Source: an optimization exercise on an open RTL-to-GDS flow (aim: small area, a short achievable clock period and few clock cycles per item). Production flows keep margins and buffers that such runs may drop.
In this exercise RTL edits were held to simulation tests only and were not proved equivalent to the original.

==> flow/design.v <==
module pack_enc (
    input  wire        clk,
    input  wire        rst,
    input  wire        in_valid,
    output wire        in_ready,
    input  wire [15:0] in_pix,      
    input  wire [15:0] in_up,       
    input  wire        in_first,    
    input  wire        in_last,     
    input  wire        in_noprev,   
    input  wire        in_eos,      
    output wire        out_valid,
    input  wire        out_ready,
    output wire [31:0] out_data,
    output wire        out_last
);
    localparam S_COLLECT = 2'd0;
    localparam S_CHOOSE  = 2'd1;
    localparam S_EMIT    = 2'd2;
    localparam S_FLUSH   = 2'd3;
    reg  [1:0]  state;
    reg  [15:0] rbuf [0:63];       
    reg  [5:0]  cnt;               
    reg  [6:0]  blk_n;             
    reg         seg_end;           
    reg  [15:0] a_prev;            
    reg  [15:0] c_prev;            
    reg  [11:0] sums [0:15];       
    reg  [3:0]  k_sel;
    reg  [6:0]  idx;               
    reg  [71:0] acc;               
    reg  [6:0]  nacc;              
    wire [15:0] pa = in_first ? (in_noprev ? 16'd0 : in_up) : a_prev;
    wire [15:0] pb = in_noprev ? pa : in_up;
    wire [15:0] pc = in_noprev ? pa : (in_first ? in_up : c_prev);
    wire [15:0] mx = (pa > pb) ? pa : pb;
    wire [15:0] mn = (pa > pb) ? pb : pa;
    wire [15:0] pp = (pc >= mx) ? mn :
                     (pc <= mn) ? mx : (pa + pb - pc);
    wire [15:0] r  = in_pix - pp;
    wire [15:0] e  = r[15] ? ~{r[14:0], 1'b0} : {r[14:0], 1'b0};   
    function [5:0] clen;
        input [15:0] v;
        input [3:0]  k;
        reg   [15:0] q;
        begin
            q = v >> k;
            clen = (q < 16'd24) ? (q[5:0] + 6'd1 + {2'b00, k}) : 6'd40;
        end
    endfunction
    reg [3:0]  tk [0:30];
    reg [11:0] ts [0:30];
    integer i;
    always @* begin
        for (i = 0; i < 16; i = i + 1) begin
            tk[15 + i] = i[3:0];
            ts[15 + i] = sums[i];
        end
        for (i = 14; i >= 0; i = i - 1) begin
            if (ts[2 * i + 2] < ts[2 * i + 1]) begin
                tk[i] = tk[2 * i + 2];
                ts[i] = ts[2 * i + 2];
            end else begin
                tk[i] = tk[2 * i + 1];
                ts[i] = ts[2 * i + 1];
            end
        end
    end
    wire [3:0] best_k = tk[0];
    wire [15:0] ce   = rbuf[idx[5:0] - 6'd1];
    wire [15:0] cq   = ce >> k_sel;
    wire        cesc = (cq >= 16'd24);
    wire [15:0] kmask = ~(16'hFFFF << k_sel);
    wire [39:0] ones = ~(40'hFF_FFFF_FFFF << cq[4:0]);
    wire [39:0] ccode = cesc ? {ce, 24'hFF_FFFF}
                             : (ones | ({24'd0, ce & kmask} << (cq[4:0] + 5'd1)));
    wire [5:0]  clen_e = cesc ? 6'd40 : (cq[5:0] + 6'd1 + {2'b00, k_sel});
    wire [39:0] item     = (idx == 7'd0) ? {36'd0, k_sel} : ccode;
    wire [5:0]  item_len = (idx == 7'd0) ? 6'd4 : clen_e;
    assign out_valid = (nacc >= 7'd32) || (state == S_FLUSH && nacc != 7'd0);
    assign out_last  = (state == S_FLUSH) && (nacc <= 7'd32);
    assign out_data  = acc[31:0];
    assign in_ready  = (state == S_COLLECT);
    wire        out_fire = out_valid && out_ready;
    wire [71:0] acc_sh   = out_fire ? {32'd0, acc[71:32]} : acc;
    wire [6:0]  nacc_sh  = out_fire ? ((nacc >= 7'd32) ? nacc - 7'd32 : 7'd0) : nacc;
    wire        do_app   = (state == S_EMIT) && ({1'b0, nacc_sh} + {2'b00, item_len} <= 8'd72);
    always @(posedge clk) begin
        if (rst) begin
            state   <= S_COLLECT;
            cnt     <= 6'd0;
            blk_n   <= 7'd0;
            seg_end <= 1'b0;
            a_prev  <= 16'd0;
            c_prev  <= 16'd0;
            k_sel   <= 4'd0;
            idx     <= 7'd0;
            acc     <= 72'd0;
            nacc    <= 7'd0;
            for (i = 0; i < 16; i = i + 1)
                sums[i] <= 12'd0;
        end else begin
            acc  <= acc_sh;
            nacc <= nacc_sh;
            case (state)
                S_COLLECT: begin
                    if (in_valid) begin
                        rbuf[cnt] <= e;
                        for (i = 0; i < 16; i = i + 1)
                            sums[i] <= sums[i] + {6'd0, clen(e, i[3:0])};
                        a_prev <= in_pix;
                        c_prev <= in_up;
                        cnt    <= cnt + 6'd1;
                        if (in_last || cnt == 6'd63) begin
                            blk_n   <= {1'b0, cnt} + 7'd1;
                            seg_end <= in_last && in_eos;
                            state   <= S_CHOOSE;
                        end
                    end
                end
                S_CHOOSE: begin
                    k_sel <= best_k;
                    idx   <= 7'd0;
                    cnt   <= 6'd0;
                    for (i = 0; i < 16; i = i + 1)
                        sums[i] <= 12'd0;
                    state <= S_EMIT;
                end
                S_EMIT: begin
                    if (do_app) begin
                        acc  <= acc_sh | ({32'd0, item} << nacc_sh);
                        nacc <= nacc_sh + {1'b0, item_len};
                        idx  <= idx + 7'd1;
                        if (idx == blk_n)
                            state <= seg_end ? S_FLUSH : S_COLLECT;
                    end
                end
                S_FLUSH: begin
                    if (out_fire && out_last) begin
                        acc   <= 72'd0;
                        nacc  <= 7'd0;
                        state <= S_COLLECT;
                    end
                end
            endcase
        end
    end
endmodule
==> flow/run.sh <==
#!/bin/bash
# synth_recipe.tcl (not shown) runs the flow's synth.tcl, then flattens the netlist and writes it again
# the make line also repeats each setting of config.mk as NAME=value (left out here)
make -C /OpenROAD-flow-scripts/flow DESIGN_CONFIG=/design/flow/config.mk WORK_HOME=/design/flow/orfs CLKGATE_MAP_FILE= SYNTH_SCRIPT=/design/flow/synth_recipe.tcl finish
==> flow/config.mk <==
export PLATFORM = sky130hd
export DESIGN_NAME = pack_enc
export DESIGN_NICKNAME = pack_enc
export VERILOG_FILES = /design/flow/design.v
export SDC_FILE = /design/flow/constraint.sdc
export NUM_CORES = 4
export LEC_CHECK = 0
export CAP_MARGIN = 20
export CORE_MARGIN = 2
export CORE_UTILIZATION = 40
export SLEW_MARGIN = 20
==> flow/constraint.sdc <==
create_clock -name core_clock -period 16.0 [get_ports {clk}]
set_input_delay 3.2000 -clock core_clock [delete_from_list [all_inputs] [get_ports {clk}]]
set_output_delay 3.2000 -clock core_clock [all_outputs]
set_load 0.01 [all_outputs]
==> reports/metrics.yaml <==
die_y_um: 436
hold_start: "acc[57]"
syn_area_um2: 74500
crit_type: "input pin to flip-flop"
finalSetupViolations: 0
maxCapViolCount: 0
cts_hold_buf: 0
hp-class: "flip-flop to flip-flop"
syn_inst: 6579
max_slew_margin_pct: 27.6
regToRegStartpoint: "idx[0]"
min_path_cells: 2
cp-end-kind: "flip-flop"
cts_buffer_depth: 3
synth-warning-count: 4
clock_skew_ns: 0.0704
totalWireLength_um: 227000
critPathRequiredTime_ns: 16.65
ys.flop_type: "edfxtp_1"
hold_viol: 0
clkTransAtPathRegs_ns: 0.07
cp_top_family: "compound AO/OA/AOI/OAI gates"
initial_core_util_pct: 40.2
cts.repair.resized: 0
worst_slew_pin_slew_ns: 1.06
timing.rr.end: "acc[55]"
synth_top_area_cell: "edfxtp_1"
dp_hpwl_um: 156000
syn_nets: 7017
yosys.area.top_type_share_pct: 41.3
htreeDepth: 4
rrSetupSlack_ns: 3.27
die_width_um: 436
io_buffer_count: 74
reg2regPathDepth: 32
wire_per_inst_um: 24.5
cpMostUsedCell: "a21o_1"
first_pass_iters: 6
clockRootBuffer: "clkbuf_16"
numClockSinks: 1354
status: "no timing/DRC/antenna violations"
cts_tree: "done"
cp_max_fo: 23
drtIter0Drc: 5332
grt_pass1_wl_um: 341000
layout-drive-gt1-share_pct: 13.2
cp_slowest_cell: "or4_1"
ys_async_sr_fraction_pct: 0
vias: 54613
clock_latency_ns: 0.82
grt.overflow.total: 0
grt_max_degree: 108
track_usage_pct: 23.5
slew_violations: 0
cts_setup_buffers: 0
grt_pass1_vias: 52912
ys_types: 111
dieArea_um2: 190000
nets: 7116
min_period_over_period_pct: 94.0
tns_ns: 0
crit_buf_inv: 10
boundaryPins: 75
rsz0062_at_grt: "false"
critPathArrivalTime_ns: 15.68
route.detailed.drc: 0
min_to: "acc[57]"
antenna_found_initial: 7
numCtsBuffers: 147
max_clock_freq_mhz: 66.5
fin_crit_ns: 15.03
synth_edf_count: 1024
synth-seq-cells: 1354
core_region_area_um2: 185000
yosysSeqAreaShare_pct: 50.1
ant_nets: 0
setup_ws_ns: 0.967
cp-start-kind: "input pin"
routabilityCongestion: 0.950
max_stage_delay_ns: 0.65
synth_area_per_cell_um2: 11.3
vias_per_cell: 5.88
area_growth_pct: 12.5
rows: 158
synth.area.top_cells: "edfxtp_1 41%, dfxtp_1 8.9%, mux4_2 7.8%, ha_1 6.2%, nor2_1 3.1%"
dp_slack_ns: -0.357
[final cells by class]
cell class,instances,area [µm²]
sequential,1354,37400
multi-input combinational,4525,34500
tap,2480,3100
clock inverter,74,870
timing repair buffer,344,2850
clock buffer,196,4000
inverter,306,1150
antenna,4,10.0
fill,16889,101000
[registers in the layout, summed over array words and instances (netlist names), 7 cells and up]
name and flops:
rbuf 1024, c_prev 16, idx 7, blk_n 7
nacc 7, acc 72, sums 192, a_prev 16
[synthesized netlist by cell type (all sizes together) (19+ instances only)]
master	n
edfxtp	1024
nor2	625
nand2	617
ha	367
a21oi	353
dfxtp	330
o21ai	303
inv	301
mux4	261
clkbuf	236
mux2i	216
a21o	179
xnor2	170
nand3	165
buf	158
nand4	142
a22oi	116
nor3	88
o22ai	87
xor2	83
nand2b	50
a31oi	48
nor2b	47
and3	43
a211oi	41
mux2	38
o211ai	33
fa	31
or3	28
nor4	26
or2	26
a221oi	22
o21a	19
[cells by family after synthesis]
| group | after synthesis | share of synthesized area, % |
|---|---|---|
| compound gates | 1441 | 12.7 |
| xor+xnor | 253 | 3.01 |
| fa+ha+maj | 401 | 7.03 |
| buf+inv | 700 | 4.07 |
| flops | 1354 | 50.1 |
| mux | 515 | 11.4 |
| simple gates | 1915 | 11.7 |
[worst max path at each step]
stage               cells after the start  slack [ns]  startpoint     endpoint
finish                                 67        0.97   in_noprev   sums[2][9]
global route                           71        0.03   in_noprev   sums[2][8]
CTS                                    67        0.44   in_noprev   sums[2][9]
detailed placement                     67       -0.36   in_noprev   sums[2][9]
global placement                       66        0.02   in_noprev  sums[2][11]
floorplan                              69        0.02    in_first  sums[2][11]
[metal layers]
metal	wire (µm)	up-vias	share of wire [%]	global-route usage [%]
met3	13900	375	6.1	3.04
met2	106000	1963	47	37.8
li1	-	24908	-	-
met1	101000	27367	44	33.0
met4	6640	0	2.9	7.11
met5	0	-	0	0
[layout by cell type (no fill, tap or decap), types with 24 or more instances in the layout]
cell and count:
inv_1 292, mux2i_1 215, ha_1 366, mux4_2 259
a31oi_1 48, nand4_1 142, edfxtp_1 1024, nand3_1 165
xnor2_1 158, a21o_1 179, nor3_1 83, a22oi_1 115
mux2_2 38, clkbuf_16 148, o22ai_1 86, nor2_1 623
nand2_1 614, a211oi_1 40, clkinv_1 26, and3_1 43
or2_2 24, clkdlybuf4s50_1 72, fa_1 31, a21oi_1 347
clkbuf_1 36, or3_1 26, nand2b_1 49, o211ai_1 32
o21ai_0 282, buf_4 263, dfxtp_1 329, nor2b_1 45
xor2_1 80
[worst reg2reg max path, delay by kind of cell, from the launching register on]
kind	cells	cell delay, ns
AOI/OAI and AO/OA	10	2.69
muxes	1	0.99
and+or+nand+nor	14	5.87
xor gates and xnor gates	2	0.35
DFF	1	0.72
buffers and inverters	3	1.18
adders and majority gates	2	0.83
[stage by stage]
step | cells | hold WS, ns | cell area [µm²] | utilization, %
floorplan | 6579 | 0.424 | 74600 | -
global placement | 9008 | 0.436 | 78900 | 42.6
detailed placement | 9009 | 0.451 | 78900 | 42.6
CTS | 9279 | 0.459 | 83800 | 45.2
global route | 9280 | 0.484 | 83800 | 45.3
finish | 9283 | 0.455 | 83800 | 45.3
Testbench counts, summed over its fixed seeds: cycles 156,810, items 76,898.

-- static timing again, ports no longer ideal --
How much do the figures lean on ideal ports? The routed layout below was timed once more, with nothing changed but the port constraints.
Step 1, drivers: a clkbuf_16 drives clk and a buf_2 each remaining input, both assumed.
Step 2 times the ports against the registers' clock, not the clock port: input delays grow and output delays shrink by t, the midpoint of the rising clock arrivals with the driver on.
a / b / c = ideal / step 1 / step 2; a / b = the first two.
t, ns: 0.865
setup WS [ns]: 0.967 / 1.011 / 0.147
worst setup path after step 2: input to register
worst data-port slew with drivers (ns): 0.10
After both steps setup and hold are still met in this run. The setup slack of this run moves by +0.044 ns with the drivers and by -0.820 ns with both steps.
